Source: an optimization exercise on an open RTL-to-GDS flow (aim: small area, a short achievable clock period and few clock cycles per item). Production flows keep margins and buffers that such runs may drop. In this exercise RTL edits were held to simulation tests only and were not proved equivalent to the original.

## flow/design.v (module list and top-level ports; edited modules follow where they fit)
// module rs_stage_a: 851 lines
// module rs_stage_b1: 144 lines
// module rs_stage_b2: 79 lines
// module rs_stage_b3: 33 lines
// module dc_rs_decoder: 159 lines
module dc_rs_decoder (
  input  wire         clk,
  input  wire         rst,           
  input  wire         in_valid,
  output wire         in_ready,
  input  wire [159:0] in_sym,        
  input  wire         in_mark_a_vld,
  input  wire [4:0]   in_mark_a,
  input  wire         in_mark_b_vld,
  input  wire [4:0]   in_mark_b,
  output reg          out_valid,
  input  wire         out_ready,
  output wire [127:0] out_data,      
  output wire [1:0]   out_status,    
  output wire [19:0]  out_changed,
  output wire         out_unmarked_vld,
  output wire [4:0]   out_unmarked,
  output wire [31:0]  out_synd
);
  // ...
==> flow/flow/run.sh <==
#!/bin/bash
set -e
export BUFFER_PORTS_ARGS="-buffer_cell sky130_fd_sc_hd__buf_2"
export SETUP_SLACK_MARGIN=14.5
bash standard.sh > standard.log 2>&1
==> flow/standard.sh <==
#!/bin/bash
# synth_recipe.tcl (not shown) runs the flow's synth.tcl, then flattens the netlist and writes it again
# the make line also repeats each setting of config.mk as NAME=value (left out here)
make -C /OpenROAD-flow-scripts/flow DESIGN_CONFIG=/design/flow/config.mk WORK_HOME=/design/flow/orfs CLKGATE_MAP_FILE= SYNTH_SCRIPT=/design/flow/synth_recipe.tcl "${@:-finish}"
==> flow/config.mk <==
export PLATFORM = sky130hd
export DESIGN_NAME = dc_rs_decoder
export DESIGN_NICKNAME = dc_rs_decoder
export VERILOG_FILES = /design/flow/design.v
export SDC_FILE = /design/flow/constraint.sdc
export NUM_CORES = 4
export LEC_CHECK = 0
export ABC_AREA = 1
export CAP_MARGIN = 20
export CORE_MARGIN = 2
export CORE_UTILIZATION = 55
export PLACE_DENSITY = 0.7
export SLEW_MARGIN = 20
==> flow/constraint.sdc <==
create_clock -name core_clock -period 22.0 [get_ports {clk}]
set_input_delay 4.4000 -clock core_clock [delete_from_list [all_inputs] [get_ports {clk}]]
set_output_delay 4.4000 -clock core_clock [all_outputs]
set_load 0.01 [all_outputs]
==> flow_summary_export.csv, run 1 <==
group,metric,value,unit
routing,highest_layer,"met5",
worst_setup_path,cp-startpoint,"r3_status[1]",
finish,drive_above_1_share,12.92,%
worst_setup_path,crit_family,"buffers and inverters",
synth,synthTopCellsByCount,"nand2_1, xor2_1, edfxtp_1",
die,die_h,342.9,microns
placement,port_buffers,365,
routing,drt_iter0_markers,8853,
run,drv_cap,0,
synth,synth_mux_area_share,0.3328,%
run_status,status,"complete, no violations",
grt,use_met3,8.289,%
finish,seq_cells,759,
placement,place_hpwl,203100,microns
placement,gp_congestion,1.076,
grt,grt_use_met1,54.98,%
worst_setup_path,r2r-end,"r2_okp",
finish,multiInputGateArea,37740,sq um
synth,synth_edf_count,755,
worst_setup_path,cp-start-kind,"register",
routing,drc_errors,0,
finish,layout_commonest_cell,"nand2_1",
worst_setup_path,reg2reg_depth,37,
Testbench counts, summed over its fixed seeds: cycles 16,024, items 16,000.
==> inputs of run 2 (changes only) <==
==> flow/flow/run.sh (replaced) <==
#!/bin/bash
set -e
export BUFFER_PORTS_ARGS="-buffer_cell sky130_fd_sc_hd__buf_2"
export SETUP_SLACK_MARGIN=14
bash standard.sh > standard.log 2>&1
==> flow_summary_export.csv, run 2 <==
group,metric,value,unit
worst_setup_path,crit_arrival,3.68,ns
sta,final.setup.tns,0,ns
clock_network,clk_latency,0.70,ns
synth,synth.most_common_cell,"nand2_1",
worst_setup_path,cp_slowest_cell,"xnor2_1",
sta,rsz0062_at_grt,"true",
finish,most-common-layout-cells,"nand2_1, xor2_1, edfxtp_1",
synth,synth_nets,8579,
synth,synth_mux_area_share,0.3328,%
synth,yosys-top-cells-area,"edfxtp_1, nand2_1, xor2_1",
worst_setup_path,worstPathCellList,"inv_1 > nand3_1 > nor2_1 > inv_1 > nor2_1 > nand3_1 > o22ai_1 > a21oi_1 > xnor2_1 > buf_2",
worst_setup_path,reg2reg_depth,38,
worst_setup_path,cp-start-kind,"register",
die,row_count,124,
finish,areaGrowthSynthToFinish,10.78,%
sta,tightestPinTransition,1.129,ns
synth,synth_flop_cell,"edfxtp_1",
routing,via_per_inst,5.920,
die,core_area,114200,sq um
routing,drc_errors,0,
placement,port_buffers,365,
synth,synth_top_family_by_area,"simple AND/OR/NAND/NOR gates",
grt,first_global_vias,55860,
hold_path,min_from,"r2_dat[55]",
worst_setup_path,crit_fanout,9,
routing,firstDrtPassIters,9,
synth,synth_seq_area_share,36.02,%
grt,overflow,0,
sta,final_hold_viol_count,0,
sta,fin_crit,8.084,ns
clock_network,cts_tree,"built",
run,drv_cap,0,
worst_setup_path,required,17.60,ns
sta,setup_viol,0,
finish,layout_commonest_cell,"nand2_1",
clock_network,htreeDepth,3,
grt,grt_pass1_wl,369700,microns
routing,ant_nets,0,
worst_setup_path,critPathKind,"reg -> out",
synth,netlist_area,63170,sq um
routing,wl_per_cell,25.19,microns
sta,finalCritPeriodShare,36.75,%
clock_network,cts_buffers,80,
sta,slew_headroom,24.45,%
routing,drt_iter0_markers,8330,
placement,place_hpwl,201800,microns
synth,synthTopCellsByCount,"nand2_1, xor2_1, edfxtp_1",
synth,yosysWarningCount,4,
synth,syn_inst,8376,
hold_path,hold_class,"reg -> reg",
sta,layout_setup_ws,13.92,ns
die,pin_count,366,
routing,wl,259600,microns
synth,synth_area_per_cell,7.542,sq um
clock_network,clk_path_buf_depth,3,
sta,fmax,123.7,MHz
synth,async_reset_ff_share,0,%
die,die_x,342.9,microns
clock_network,cts_hold_buf,0,
clock_network,clkTransAtPathRegs,0.06,ns
die,die_area,117600,sq um
sta,timing.hold.ws,0.3708,ns
sta,clock_skew,0.07801,ns
synth,ys_types,58,
grt,antenna_found_initial,11,
synth,yosys.area_share.simple,31.03,%
synth,synth_top_area_share,35.89,%
worst_setup_path,r2r-end,"r2_okp",
synth,ys_ff_latch,759,
placement,pre_cts_ws,13.71,ns
synth,synth_compound_area_share,4.694,%
clock_network,clock-root-buffer,"clkbuf_16",
die,start_util,55.32,%
sta,slew_viol_final,0,
hold_path,min_delay_path_depth,0,
synth,yosys.area.top_type,"edfxtp_1",
worst_setup_path,max_stage_delay,0.59,ns
finish,largest-register,"sk_raw",
run_status,status,"complete, no violations",
worst_setup_path,cp-end-kind,"output port",
die,die_h,342.9,microns
grt,grt_usage,42.83,%
synth,synth_xor_area_share,21.03,%
hold_path,holdPathEnd,"r3_dat[55]",
finish,fin_nets,8930,
placement,gp_congestion,1.107,
routing,via_count,61021,
finish,largest_reg_flops,172,
clock_network,cts_sinks,759,
synth,synth_adder_area_share,0.5823,%
worst_setup_path,r2r_start,"r1_ma[2]",
worst_setup_path,r2r_setup_slack,14.31,ns
grt,grt_max_degree,162,
synth,synth_edf_count,755,
finish,drive_above_1_share,10.92,%
==> run 2: cell counts after synthesis <==
Identical to the previous run, type by type.
==> run 2: critical path: cells and delay by family (launching register included) <==
kind                      cells  cell delay (ns)
AOI/OAI and AO/OA             2             0.45
xor gates and xnor gates      1             0.59
buffers and inverters         3             0.46
DFF                           1             0.37
and+or+nand+nor               4             1.15
==> run 2: how the worst max path moves through the flow <==
stage / startpoint / depth (start not counted) / slack (ns) / to
after floorplan: out_ready / 6 / 13.89 / r2_allz
after CTS: r1_va / 41 / 13.91 / r2_okp
after detailed placement: r1_va / 37 / 13.71 / r2_okp
final: r3_status[1] / 10 / 13.92 / out_data[64]
after global placement: in_sym[42] / 11 / 13.50 / r1_synd[27]
after global routing: r3_status[1] / 11 / 13.81 / out_data[36]
==> run 2: per-stage QoR <==
step	std cells	cell area, sq um	util [%]
after global placement	10125	66620	58.34
after detailed placement	10126	66640	58.36
after floorplan	8376	63210	-
final	10308	69980	61.28
after global routing	10306	69970	61.28
after CTS	10275	69410	60.79
==> run 2: layer usage <==
metal / track usage, % / wire, microns
met2: 66.55 / 114200
met5: 0 / 20
met1: 54.52 / 95520
met3: 7.159 / 27480
met4: 30.06 / 22390
==> run 2: what timing repair did <==
| action | in CTS | in global routing |
|---|---|---|
| gates resized for setup | 7 | 48 |
| pin swaps | 0 | 5 |
| setup buffers | 0 | 30 |
| setup endpoints to repair | 14 | 63 |
==> run 2: cell families after synthesis <==
| logic type | count (synthesis) |
|---|---|
| AOI/OAI and AO/OA | 499 |
| xor gates and xnor gates | 1516 |
| adders and majority gates | 27 |
| buffers and inverters | 1013 |
| DFF | 759 |
| muxes | 21 |
| and+or+nand+nor | 4541 |
==> run 2: layout make-up <==
class	count	area, sq um
Fill cell	10155	44210
Multi-Input combinational cell	6604	36790
Sequential cell	759	22760
Inverter	811	3084
Timing Repair Buffer	471	2713
Clock buffer	94	2054
Tap cell	1512	1892
Clock inverter	55	683.2
Antenna cell	2	5.005
==> inputs of run 3 (changes only) <==
==> flow/flow/run.sh (replaced) <==
#!/bin/bash
set -e
export BUFFER_PORTS_ARGS="-buffer_cell sky130_fd_sc_hd__buf_2"
export SETUP_SLACK_MARGIN=14.5
bash standard.sh > standard.log 2>&1
--- a/flow/config.mk
+++ b/flow/config.mk
@@ -8,6 +8,6 @@
 export ABC_AREA = 1
 export CAP_MARGIN = 20
 export CORE_MARGIN = 2
-export CORE_UTILIZATION = 55
-export PLACE_DENSITY = 0.7
+export CORE_UTILIZATION = 50
+export PLACE_DENSITY = 0.65
 export SLEW_MARGIN = 20
==> flow_summary_export.csv, run 3 <==
group,metric,value,unit
placement,port_buffers,365,
sta,finalCritPeriodShare,34.19,%
synth,synth_area_per_cell,7.542,sq um
grt,antenna_found_initial,5,
die,start_util,50.31,%
clock_network,clkTransAtPathRegs,0.06,ns
worst_setup_path,required,17.60,ns
routing,drt_iter0_markers,8471,
synth,yosys-top-cells-area,"edfxtp_1, nand2_1, xor2_1",
grt,grt_pass1_wl,385400,microns
routing,wl_per_cell,25.88,microns
grt,grt_use_met1,52.19,%
synth,yosys.area_share.simple,31.03,%
sta,clock_skew,0.08065,ns
synth,synth_compound_area_share,4.694,%
grt,first_global_vias,56880,
sta,slew_headroom,14.22,%
die,pin_count,366,
worst_setup_path,crit_arrival,3.12,ns
clock_network,clock-root-buffer,"clkbuf_16",
routing,via_per_inst,5.844,
grt,grt_max_degree,166,
synth,ys_ff_latch,759,
finish,layout_commonest_cell,"nand2_1",
grt,overflow,0,
finish,largest-register,"sk_raw",
synth,synth_adder_area_share,0.5823,%
synth,yosysWarningCount,4,
routing,wl,272100,microns
sta,final.setup.tns,0,ns
synth,synthTopCellsByCount,"nand2_1, xor2_1, edfxtp_1",
run_status,status,"complete, no violations",
synth,synth_nets,8579,
worst_setup_path,cp-start-kind,"register",
synth,synth_top_family_by_area,"simple AND/OR/NAND/NOR gates",
sta,final_hold_viol_count,0,
sta,fmax,132.9,MHz
grt,grt_usage,40.58,%
grt,use_met2,62.59,%
synth,yosys.area.top_type,"edfxtp_1",
synth,synth_mux_area_share,0.3328,%
die,die_area,129200,sq um
routing,firstDrtPassIters,9,
hold_path,hold_class,"reg -> reg",
die,die_h,359.4,microns
synth,synth_edf_count,755,
synth,syn_inst,8376,
sta,tightestPinTransition,1.273,ns
routing,ant_nets,0,
synth,synth_top_area_share,35.89,%
routing,drc_errors,0,
routing,via_count,61425,
worst_setup_path,cp-end-kind,"output port",
synth,synth.most_common_cell,"nand2_1",
clock_network,clk_path_buf_depth,3,
clock_network,cts_sinks,759,
placement,place_hpwl,210600,microns
synth,synth_flop_cell,"edfxtp_1",
worst_setup_path,critPathKind,"reg -> out",
sta,rsz0062_at_grt,"true",
finish,fin_nets,8991,
finish,largest_reg_flops,172,
synth,async_reset_ff_share,0,%
synth,synth_seq_area_share,36.02,%
die,core_area,125600,sq um
synth,synth_xor_area_share,21.03,%
die,row_count,130,
clock_network,clk_latency,0.75,ns
synth,netlist_area,63170,sq um
clock_network,htreeDepth,3,
clock_network,cts_tree,"built",
worst_setup_path,crit_fanout,12,
sta,setup_viol,0,
finish,areaGrowthSynthToFinish,13.05,%
sta,slew_viol_final,0,
finish,drive_above_1_share,12.94,%
placement,gp_congestion,1.096,
grt,use_met3,6.950,%
synth,ys_types,58,
clock_network,cts_buffers,83,
die,die_x,359.4,microns
finish,most-common-layout-cells,"nand2_1, xor2_1, edfxtp_1",
sta,fin_crit,7.522,ns
run,drv_cap,0,
grt,top_usage_layer,"met2",
-- run 3: cell counts after synthesis --
Identical to the previous run, type by type.
-- run 3: per-stage QoR --
stage / worst slack [ns] / util, % / instances / area, sq um / hold WS, ns
after CTS: 14.33 / 56.09 / 10451 / 70430 / 0.4118
after global routing: 14.34 / 56.86 / 10505 / 71400 / 0.4112
after floorplan: 13.89 / - / 8376 / 63210 / 0.4003
after global placement: 13.51 / 53.29 / 10279 / 66910 / 0.4009
after detailed placement: 13.72 / 53.29 / 10280 / 66920 / 0.4045
final: 14.48 / 56.87 / 10511 / 71410 / 0.4135
-- run 3: area by class of cell --
class,count,area (sq um)
fill,11631,54160
timing repair buffer,526,3123
tap,1650,2064
inverter,811,3179
sequential,759,22760
timing repair inverter,2,10.01
clock buffer,96,2156
antenna,6,15.01
multi-input combinational,6605,37510
clock inverter,56,600.6
-- run 3: final timing paths --
check              startpoint  slack (ns)  depth (start not counted)      endpoint
hold / removal     r1_dat[59]        0.41                          0    r2_dat[59]
hold reg to reg    r1_dat[59]        0.41                          0    r2_dat[59]
setup / recovery  r3_mag_a[7]       14.48                          5  out_data[79]
setup reg to reg     r1_l2[7]       14.66                         33        r2_okp
-- run 3: kinds of logic (layout without fill, tap and decap cells) --
family	Yosys count	count (layout)
AND/OR/NAND/NOR	4541	4542
XOR/XNOR	1516	1516
buffers and inverters	1013	1491
flip-flops	759	759
AO/OA/AOI/OAI	499	499
adder cells (fa/ha/maj)	27	27
multiplexers	21	21
other	0	6
-- run 3: worst max-delay path, stage by stage, from the launching register on --
cell,delay [ns]
edfxtp_1,0.59
inv_1,0.55
o22ai_1,0.18
a21oi_1,0.65
xnor2_1,0.24
buf_2,0.18
-- run 3: routing by layer --
layer,wire length [microns],vias to the layer above
li1,-,27875
met1,103700,28779
met2,118700,3968
met3,27500,803
met4,22170,0
met5,0,-
-- run 3: timing repair --
action                                 in CTS  in global routing
gates resized for setup                   118                105
cloned                                      2                  1
setup endpoints to repair                 118                125
hold buffers                                0                  0
buffers inserted                           17                 53
endpoints found under the hold margin       0                  0
pin swaps                                  10                 16
==> inputs of run 4 (changes only) <==
==> flow/flow/run.sh (replaced) <==
#!/bin/bash
set -e
export BUFFER_PORTS_ARGS="-buffer_cell sky130_fd_sc_hd__buf_2"
export SETUP_SLACK_MARGIN=14.75
bash standard.sh > standard.log 2>&1
==> flow_summary_export.csv, run 4 <==
group,metric,value,unit
sta,rsz0062_at_grt,"true",
routing,drt_iter0_markers,8129,
die,row_count,130,
synth,synth_seq_area_share,36.02,%
routing,via_count,61740,
finish,utilization,57.99,%
placement,port_buffers,365,
sta,setup_viol,0,
placement,place_area,66920,sq um
clock_network,clock-root-buffer,"clkbuf_16",
synth,syn_inst,8376,
routing,wl_per_cell,25.90,microns
finish,largest_reg_flops,172,
synth,synth_mux_area_share,0.3328,%
worst_setup_path,cp-end-kind,"output port",
grt,grt_usage,40.79,%
finish,drive_above_1_share,14.61,%
clock_network,cts_tree,"built",
worst_setup_path,max_stage_delay,0.65,ns
grt,antenna_found_initial,6,
sta,slew_viol_final,0,
run_status,status,"complete, no violations",
clock_network,clkTransAtPathRegs,0.06,ns
finish,largest-register,"sk_raw",
finish,areaGrowthSynthToFinish,15.26,%
synth,netlist_area,63170,sq um
synth,synth_flop_cell,"edfxtp_1",
grt,overflow,0,
clock_network,cts_sinks,759,
sta,finalCritPeriodShare,33.15,%
placement,gp_congestion,1.096,
routing,firstDrtPassIters,12,
die,core_area,125600,sq um
routing,wl,273600,microns
worst_setup_path,crit_arrival,2.89,ns
clock_network,htreeDepth,3,
die,die_area,129200,sq um
clock_network,cts_buffers,83,
synth,yosys-top-cells-area,"edfxtp_1, nand2_1, xor2_1",
synth,synth_edf_count,755,
sta,final_hold_viol_count,0,
synth,ys_ff_latch,759,
synth,synth_xor_area_share,21.03,%
synth,synth_adder_area_share,0.5823,%
routing,drc_errors,0,
die,die_h,359.4,microns
synth,synth_area_per_cell,7.542,sq um
synth,synth_nets,8579,
finish,fin_nets,9045,
synth,yosys.area_share.simple,31.03,%
die,pin_count,366,
synth,synthTopCellsByCount,"nand2_1, xor2_1, edfxtp_1",
routing,via_per_inst,5.844,
finish,fin_cells,10564,
sta,final.setup.tns,0,ns
run,drv_cap,0,
synth,yosysWarningCount,4,
synth,ys_types,58,
synth,synth_top_area_share,35.89,%
synth,async_reset_ff_share,0,%
finish,layout_commonest_cell,"nand2_1",
sta,fin_crit,7.293,ns
synth,synth_top_family_by_area,"simple AND/OR/NAND/NOR gates",
worst_setup_path,cp-start-kind,"register",
hold_path,hold_class,"reg -> reg",
synth,synth_compound_area_share,4.694,%
synth,synth.most_common_cell,"nand2_1",
clock_network,cts_hold_buf,0,
sta,timing.hold.ws,0.4082,ns
grt,first_global_vias,57217,
grt,grt_pass1_wl,387400,microns
placement,place_inst,10280,
clock_network,clk_path_buf_depth,3,
die,die_x,359.4,microns
die,start_util,50.31,%
grt,grt_max_degree,166,
worst_setup_path,critPathKind,"reg -> out",
routing,ant_nets,0,
worst_setup_path,required,17.60,ns
sta,fmax,137.1,MHz
finish,stdcell_area,72810,sq um
synth,yosys.area.top_type,"edfxtp_1",
sta,tightestPinTransition,1.271,ns
worst_setup_path,crit_fanout,12,
worst_setup_path,cp_slowest_cell,"edfxtp_1",
worst_setup_path,worstPathCellList,"clkinvlp_4 > o22ai_1 > a21oi_2 > xnor2_2 > buf_2",
placement,place_hpwl,210600,microns
sta,slew_headroom,12.83,%
clock_network,clk_latency,0.74,ns
finish,most-common-layout-cells,"nand2_1, xor2_1, edfxtp_1",
sta,clock_skew,0.08063,ns
[run 4: cell counts after synthesis]
Identical to the previous run, type by type.
[run 4: layout make-up]
type	count	area (sq um)
Sequential cell	759	22760
Clock inverter	56	600.6
Timing Repair inverter	5	26.28
Multi-Input combinational cell	6604	38370
Antenna cell	5	12.51
Clock buffer	96	2156
Fill cell	11470	52760
Timing Repair Buffer	578	3588
Tap cell	1650	2064
Inverter	811	3234
[run 4: metrics by stage]
stage / setup WS [ns]
global placement: 13.51
CTS: 14.70
detailed placement: 13.72
global route: 14.56
finish: 14.71
floorplan: 13.89
[run 4: path summary, 6_finish.rpt]
kind | start | end | slack (ns) | cells after the start
hold / removal | r2_dat[100] | r3_dat[100] | 0.41 | 0
setup / recovery | r3_mag_a[7] | out_data[127] | 14.71 | 5
setup reg to reg | r1_vb | r2_okp | 14.86 | 39
hold reg to reg | r2_dat[100] | r3_dat[100] | 0.41 | 0
[run 4: layer usage]
layer / global-route usage (%) / vias up / wire length (microns)
li1: - / 27973 / -
met1: 53.00 / 28926 / 104600
met2: 63.01 / 3988 / 118700
met3: 6.219 / 851 / 27040
met4: 27.53 / 2 / 23170
met5: 0 / - / 9
[run 4: worst max-delay path, delay by kind of cell (launching register included)]
kind	cells	cell delay, ns
AO/OA/AOI/OAI	2	0.35
XOR/XNOR	1	0.44
buffers and inverters	2	0.71
flip-flops	1	0.65
[run 4: repair_timing]
action                                  CTS  global route
pin swaps                                35            50
cloned                                    2             3
gates resized for setup                 225           179
endpoints found under the setup margin  163           134
buffers inserted                         70            52
[run 4: kinds of logic (layout without fill, tap and decap cells)]
kind of cell | count (synthesis) | count (layout)
AOI/OAI and AO/OA | 499 | 499
buffers and inverters | 1013 | 1546
and+or+nand+nor | 4541 | 4541
muxes | 21 | 21
xor gates and xnor gates | 1516 | 1516
DFF | 759 | 759
adders and majority gates | 27 | 27
other | 0 | 5
==> inputs of run 5 (changes only) <==
==> flow/flow/run.sh (replaced) <==
#!/bin/bash
set -e
export BUFFER_PORTS_ARGS="-buffer_cell sky130_fd_sc_hd__buf_2"
export SETUP_SLACK_MARGIN=15
bash standard.sh > standard.log 2>&1
==> flow_summary_export.csv, run 5 <==
group,metric,value,unit
finish,fin_nets,9224,
placement,gp_congestion,1.096,
finish,seqCellArea,22760,sq um
sta,rsz0062_at_grt,"true",
die,core_area,125600,sq um
routing,drt_iter0_markers,9223,
synth,synth_edf_count,755,
routing,via_count,63966,
grt,grt_max_degree,166,
hold_path,holdPathEnd,"r3_dat[120]",
worst_setup_path,reg2reg_depth,41,
sta,fin_crit,7.632,ns
finish,stdcell_area,77210,sq um
synth,synth_seq_area_share,36.02,%
clock_network,clock-root-buffer,"clkbuf_16",
placement,place_hpwl,210600,microns
grt,grt_pass1_wl,395800,microns
clock_network,clk_path_buf_depth,3,
worst_setup_path,crit_fanout,5,
die,die_area,129200,sq um
sta,slew_headroom,19.03,%
worst_setup_path,r2r_start,"r1_ma[0]",
hold_path,min_from,"r2_dat[120]",
synth,synth_flop_cell,"edfxtp_1",
grt,antenna_found_initial,8,
synth,ys_types,58,
run,drv_cap,0,
die,start_util,50.31,%
placement,port_buffers,365,
worst_setup_path,r2r_setup_slack,15.05,ns
worst_setup_path,r2r-end,"r2_okp",
grt,overflow,0,
sta,fmax,131.0,MHz
synth,yosysWarningCount,4,
sta,final.setup.tns,0,ns
clock_network,htreeDepth,3,
routing,wl_per_cell,27.18,microns
sta,clock_skew,0.07317,ns
sta,slew_viol_final,0,
routing,drc_errors,0,
die,row_count,130,
synth,synth.most_common_cell,"nand2_1",
synth,yosys.area.top_type,"edfxtp_1",
synth,ys_ff_latch,759,
synth,async_reset_ff_share,0,%
die,die_x,359.4,microns
finish,drive_above_1_share,19.50,%
worst_setup_path,required,17.60,ns
synth,syn_inst,8376,
clock_network,cts_tree,"built",
sta,final_hold_viol_count,0,
hold_path,min_delay_path_depth,0,
finish,largest_reg_flops,172,
finish,utilization,61.49,%
grt,first_global_vias,58450,
synth,synth_area_per_cell,7.542,sq um
sta,tightestPinTransition,1.215,ns
routing,firstDrtPassIters,10,
synth,yosys-top-cells-area,"edfxtp_1, nand2_1, xor2_1",
placement,place_area,66920,sq um
worst_setup_path,cp-end-kind,"output port",
finish,most-common-layout-cells,"nand2_1, xor2_1, edfxtp_1",
finish,fillCellCount,10777,
finish,multiInputGateArea,40870,sq um
worst_setup_path,crit_arrival,3.23,ns
synth,netlist_area,63170,sq um
die,die_h,359.4,microns
clock_network,clkTransAtPathRegs,0.06,ns
finish,largest-register,"sk_raw",
routing,via_per_inst,5.954,
finish,areaGrowthSynthToFinish,22.22,%
synth,synthTopCellsByCount,"nand2_1, xor2_1, edfxtp_1",
routing,ant_nets,0,
worst_setup_path,cp-start-kind,"register",
sta,setup_viol,0,
worst_setup_path,critPathKind,"reg -> out",
die,pin_count,366,
clock_network,cts_sinks,759,
finish,layout_commonest_cell,"nand2_1",
clock_network,clk_latency,0.75,ns
run_status,status,"complete, no violations",
clock_network,cts_buffers,83,
synth,synth_nets,8579,
routing,wl,292000,microns
hold_path,hold_class,"reg -> reg",
sta,finalCritPeriodShare,34.69,%
synth,synth_top_area_share,35.89,%
grt,grt_usage,41.69,%
[run 5: logic make-up after synthesis]
family                   count (synthesis)  share of synthesized area (%)
AND/OR/NAND/NOR                       4541                          31.03
XOR/XNOR                              1516                          21.03
buffers and inverters                 1013                          6.316
flip-flops                             759                          36.02
AO/OA/AOI/OAI                          499                          4.694
adder cells (fa/ha/maj)                 27                         0.5823
multiplexers                            21                         0.3327
[run 5: layout make-up]
class | instances | share of cell area, %
Antenna cell | 5 | 0.01621
Timing Repair inverter | 7 | 0.07617
Multi-Input combinational cell | 6608 | 52.94
Tap cell | 1650 | 2.674
Clock buffer | 96 | 2.792
Clock inverter | 56 | 0.7779
Timing Repair Buffer | 751 | 7.054
Sequential cell | 759 | 29.47
Inverter | 811 | 4.196
[run 5: worst max-delay path: stages, from the launching register on]
cell and delay, ns:
edfxtp_1 0.41, inv_2 0.12, nand3_4 0.11, nor2_4 0.15, buf_4 0.14, buf_4 0.12
nand4_1 0.12, buf_6 0.18, buf_12 0.16, o22ai_4 0.21, a21oi_2 0.10, xnor2_2 0.46
buf_2 0.25
[run 5: metrics by stage]
| stage | hold WS [ns] | std cells | worst slack [ns] |
|---|---|---|---|
| after floorplan | 0.4003 | 8376 | 13.89 |
| after global placement | 0.4009 | 10279 | 13.51 |
| after detailed placement | 0.4045 | 10280 | 13.72 |
| after CTS | 0.4118 | 10598 | 14.80 |
| after global routing | 0.4176 | 10738 | 14.32 |
| final | 0.4123 | 10743 | 14.37 |
[run 5: how the worst max path moves through the flow]
stage | startpoint | to | slack (ns) | cells after the start
finish | r3_status[1] | out_data[110] | 14.37 | 12
global route | r3_status[1] | out_data[110] | 14.32 | 12
CTS | r3_status[1] | out_data[96] | 14.80 | 11
detailed placement | r1_va | r2_okp | 13.72 | 37
global placement | in_sym[44] | r1_synd[26] | 13.51 | 12
floorplan | out_ready | r2_allz | 13.89 | 6
[run 5: what timing repair did]
item	CTS	global route
endpoints found under the setup margin	189	191
resized for setup	542	410
buffers inserted	159	136
pin swaps	109	187
hold buffers	0	0
cloned	7	4
[run 5: routing by layer]
layer | GRT usage [%] | up-vias | part of all wire, %
met1 | 53.51 | 29913 | 37
met4 | 30.10 | 12 | 9.4
met5 | 0 | - | 0.090
li1 | - | 28327 | -
met3 | 7.397 | 1148 | 11
met2 | 63.49 | 4566 | 43

-- what the ideal ports hide --
In the flow no input, the clock included, has a driving cell. The finished layouts below were timed again as built, in two steps.
Step 1 assumes that a clkbuf_16 drives the clock port and a buf_2 every other input.
Step 2 adds t to the input delays and takes it off the output delays; t is the mean of the earliest and latest rising clock arrival at the registers after step 1. Input paths then give back, and output paths get back, about the clock's delay inside the block.
a / b / c = no drivers / after step 1 / after step 2; a / b = the first two.
| run | t (ns) | setup slack, ns | worst data-port slew with drivers (ns) |
|---|---|---|---|
| run 1 | 0.756 | 14.497 / 14.412 / 13.836 | 0.09 |
| run 2 | 0.734 | 13.916 / 13.840 / 14.006 | 0.08 |
| run 3 | 0.789 | 14.478 / 14.391 / 13.941 | 0.07 |
| run 4 | 0.788 | 14.707 / 14.620 / 13.995 | 0.07 |
| run 5 | 0.795 | 14.368 / 14.284 / 14.236 | 0.09 |
After both steps setup and hold are still met in every run listed. For run 4, which loses most, drivers alone change the setup slack by -0.087 ns; drivers and shift together by -0.712 ns.
